From an optimization exercise on the open Yosys and OpenROAD flow, aimed at a short achievable clock period and few clock cycles per item; shortcuts taken in it are not production practice. The RTL was checked by simulation tests, not by an equivalence proof against the original design. Power figures rest on the tool's default switching activity, not on a simulated workload.

== old ==
Design shx_engine, start of the top module:
module shx_engine (
    input  wire        clk,
    input  wire        rst,
    input  wire        start,
    input  wire [16:0] held_len,
    output wire        ready,
    output wire        blk_rd_en,
    output wire [14:0] blk_rd_addr,
    input  wire [31:0] blk_rd_data,
    output wire        out_we,
    output wire [13:0] out_waddr,
    output wire [3:0]  out_wstrb,
    output wire [31:0] out_wdata,
    output wire        out_re,
    output wire [13:0] out_raddr,
    input  wire [31:0] out_rdata,
    output reg         done,
    output reg  [1:0]  verdict
);
    localparam [1:0] V_OK = 2'd0, V_MAL = 2'd1, V_CRC = 2'd2;
    localparam [3:0] S_IDLE = 4'd0,  S_HDR  = 4'd1,  S_H1   = 4'd2,  S_H2  = 4'd3,
                     S_MUL  = 4'd4,  S_H3   = 4'd5,  S_P1   = 4'd6,  S_P2  = 4'd7,
                     S_P3   = 4'd8,  S_LITW = 4'd9,  S_END  = 4'd10, S_FIN = 4'd11,
                     S_FIN2 = 4'd12, S_MAL  = 4'd13;
    localparam [1:0] K_LIT = 2'd0, K_REP = 2'd1, K_UPF = 2'd2, K_UPS = 2'd3;
    function [31:0] crc32_l1(input [31:0] x);
        begin
            crc32_l1[0] = ^(x & 32'h0000011F);
            crc32_l1[1] = ^(x & 32'h0000023F);
            crc32_l1[2] = ^(x & 32'h0000047E);
            crc32_l1[3] = ^(x & 32'h000008FC);
            crc32_l1[4] = ^(x & 32'h000010E6);
            crc32_l1[5] = ^(x & 32'h000020D2);
            crc32_l1[6] = ^(x & 32'h000040BA);
            crc32_l1[7] = ^(x & 32'h0000806A);
            crc32_l1[8] = ^(x & 32'h000100D5);
            crc32_l1[9] = ^(x & 32'h000200B5);
            crc32_l1[10] = ^(x & 32'h00040074);
            crc32_l1[11] = ^(x & 32'h000800E8);
            crc32_l1[12] = ^(x & 32'h001000CE);
            crc32_l1[13] = ^(x & 32'h00200082);
            crc32_l1[14] = ^(x & 32'h0040001A);
            crc32_l1[15] = ^(x & 32'h00800035);
            crc32_l1[16] = ^(x & 32'h0100006B);
            crc32_l1[17] = ^(x & 32'h020000D7);
            crc32_l1[18] = ^(x & 32'h040000B0);
            crc32_l1[19] = ^(x & 32'h0800007F);
  ...
Size: ~1300 flip-flops, about 170 I/O pins, roughly 0.074 mm² of cells after synthesis.
make LEC_CHECK=0 ABC_CLOCK_PERIOD_IN_PS=2500 CAP_MARGIN=20 CORE_MARGIN=2 CORE_UTILIZATION=60 PLACE_DENSITY=0.75 SETUP_SLACK_MARGIN=5 SLEW_MARGIN=20 finish   # period 10.0 ns
run.sh (not shown) runs the stock make flow with config.mk's settings and CLKGATE_MAP_FILE= SYNTH_SCRIPT=/design/flow/synth_recipe.tcl, a recipe that flattens the netlist after the stock synthesis.
old ended with every stage complete and zero timing, DRC or antenna violations.
Testbench counts of old, summed over its fixed seeds: cycles 518,258, out bytes 2,053,632.
Edits applied to the flow inputs when going from old to new:
Settings: a deleted SETUP_SLACK_MARGIN that had been 5.
==> flow/flow/run.sh (new file) <==
#!/bin/bash
set -euo pipefail
bash standard.sh SETUP_SLACK_MARGIN=7.2 finish > standard.log 2>&1
==> flow/standard.sh (new file) <==
#!/bin/bash
# synth_recipe.tcl (not shown) runs the flow's synth.tcl, then flattens the netlist and writes it again
# the make line also repeats each setting of config.mk as NAME=value (left out here)
make -C /OpenROAD-flow-scripts/flow DESIGN_CONFIG=/design/flow/config.mk WORK_HOME=/design/flow/orfs CLKGATE_MAP_FILE= SYNTH_SCRIPT=/design/flow/synth_recipe.tcl "${@:-finish}"
removed: flow/run.sh
### Flow results
When new is set beside old, its cell count of the worst reg-to-reg path turns out to be 1 smaller.
Data required time at the worst endpoint down 2.63 ns in new wrt old
Min met1 wire length across new and old: old
Diff old -> new: sequential share of layout area saw a decrease, worst hold slack went up by 0.0099 ns, final cell count climbed 3.8%.
Lower global-route usage goes to old over new.
Of the two values seen for library cell contributing the largest single delay on the critical path, dfxtp_4 was produced by new and nand2_1 by old.
Taking old as the reference, in new clock network power shows a reduction of about 5.5%; final cell area excluding filler cells increased 7.4%.


Another version of the RTL of shx_engine (not shown whole).
For scale: roughly 8000 cells after synthesis, ~1400 flip-flops, ~80000 sq um of cells after synthesis.
clock: 10.0 ns
lec_check: 0
abc_clock_period_in_ps: 2500
cap_margin: 20
core_margin: 2
core_utilization: 60
cts_cluster_diameter: 150
cts_cluster_size: 20
place_density: 0.75
slew_margin: 20
standard.sh (not shown) runs the stock make flow with config.mk's settings and CLKGATE_MAP_FILE= SYNTH_SCRIPT=/design/flow/synth_recipe.tcl, a recipe that flattens the netlist after the stock synthesis.
==> flow/flow/run.sh <==
#!/bin/bash
set -euo pipefail
bash standard.sh SETUP_SLACK_MARGIN=7.2 finish > standard.log 2>&1
The starting point produced a clean layout.
Testbench counts at the start, summed over its fixed seeds: cycles 517,129, out bytes 2,053,632.
Then changed:
--- a/flow/config.mk
+++ b/flow/config.mk
@@ -10,6 +10,6 @@
 export CORE_MARGIN = 2
-export CORE_UTILIZATION = 60
+export CORE_UTILIZATION = 65
 export CTS_CLUSTER_DIAMETER = 150
-export CTS_CLUSTER_SIZE = 20
-export PLACE_DENSITY = 0.75
+export CTS_CLUSTER_SIZE = 24
+export PLACE_DENSITY = 0.8
 export SLEW_MARGIN = 20
Final area went down by 1.0%.
Area after synthesis is unchanged.
Total power went down by 1.4%.
Die area went down by 7.6%.
Global-route usage went up by 2.6 points.
Combinational power barely changes.
Hold slack loses 0.027 ns.
Routed wire length stays flat.
Via count went up by 1.8%.
Worst setup slack loses 0.018 ns.
Synthesized cell count stays the same.


## 11-23
Another version of the RTL of shx_engine (not shown whole).
Size in the first run: roughly 7,200 cells after synthesis, ~1,300 flip-flops, roughly 170 I/O pins, ~74,000 um^2 of cells after synthesis.
==> flow/config.mk <==
export PLATFORM = sky130hd
export DESIGN_NAME = shx_engine
export DESIGN_NICKNAME = shx_engine
export VERILOG_FILES = /design/flow/design.v
export SDC_FILE = /design/flow/constraint.sdc
export NUM_CORES = 4
export LEC_CHECK = 0
export ABC_CLOCK_PERIOD_IN_PS = 2500
export CAP_MARGIN = 20
export CORE_MARGIN = 2
export CORE_UTILIZATION = 55
export PLACE_DENSITY = 0.7
export SLEW_MARGIN = 20
==> flow/constraint.sdc <==
create_clock -name core_clock -period 10.0 [get_ports {clk}]
set_input_delay 2.0000 -clock core_clock [delete_from_list [all_inputs] [get_ports {clk}]]
set_output_delay 2.0000 -clock core_clock [all_outputs]
set_load 0.01 [all_outputs]
==> flow/flow/run.sh <==
#!/bin/bash
set -euo pipefail
bash standard.sh SETUP_SLACK_MARGIN=6.5 finish > standard.log 2>&1
No stage failed in 11-23, and the final checks on the layout all came back clean.
Testbench counts of 11-23, summed over its fixed seeds: cycles 519,073, out bytes 2,053,632.
Edits applied to the flow inputs when going from 11-23 to 04-01:
- SETUP_SLACK_MARGIN: unset -> 5
==> flow/run.sh (new file) <==
#!/bin/bash
# synth_recipe.tcl (not shown) runs the flow's synth.tcl, then flattens the netlist and writes it again
# the make line also repeats each setting of config.mk as NAME=value (left out here)
make -C /OpenROAD-flow-scripts/flow DESIGN_CONFIG=/design/flow/config.mk WORK_HOME=/design/flow/orfs CLKGATE_MAP_FILE= SYNTH_SCRIPT=/design/flow/synth_recipe.tcl finish
removed: flow/flow/run.sh
removed: flow/standard.sh
[summary]
Compared with 11-23, in 04-01 transition time at the pin with the least slew margin fell by 0.049 ns, fmax went down by 18%, pin count of the biggest net entering global routing now smaller.

-- afterwards: timing with drivers on the ports --
In the flow no input, the clock included, has a driving cell. The finished layouts below were timed again as built, in two steps. Step 1: set_driving_cell puts a clkbuf_16 on clk and a buf_2 on each other input, an assumption about the parent block. Step 2 moves the port delays by t, midway between the first and last clock arrival at a register: inputs arrive t later, outputs are due t later. That takes back most of the time a late clock gives input paths. Three values: ideal, step 1, step 2; two values: the first two.
run	t, ns	slack for setup (ns)	worst setup path at the end
old	0.857	5.525 / 5.525 / 5.525	register to register
new	0.875	6.675 / 6.593 / 6.378	input to register
the first run of note 2	0.802	6.743 / 6.660 / 6.449	input to register
the second run of note 2	0.812	6.725 / 6.637 / 6.448	input to register
11-23	0.860	6.506 / 6.418 / 5.905	input to register
04-01	0.848	5.748 / 5.748 / 5.298	input to register
After both steps setup and hold are still met in every run listed. The setup slack of 11-23, which loses most, moves by -0.088 ns with the drivers and by -0.601 ns with both steps.
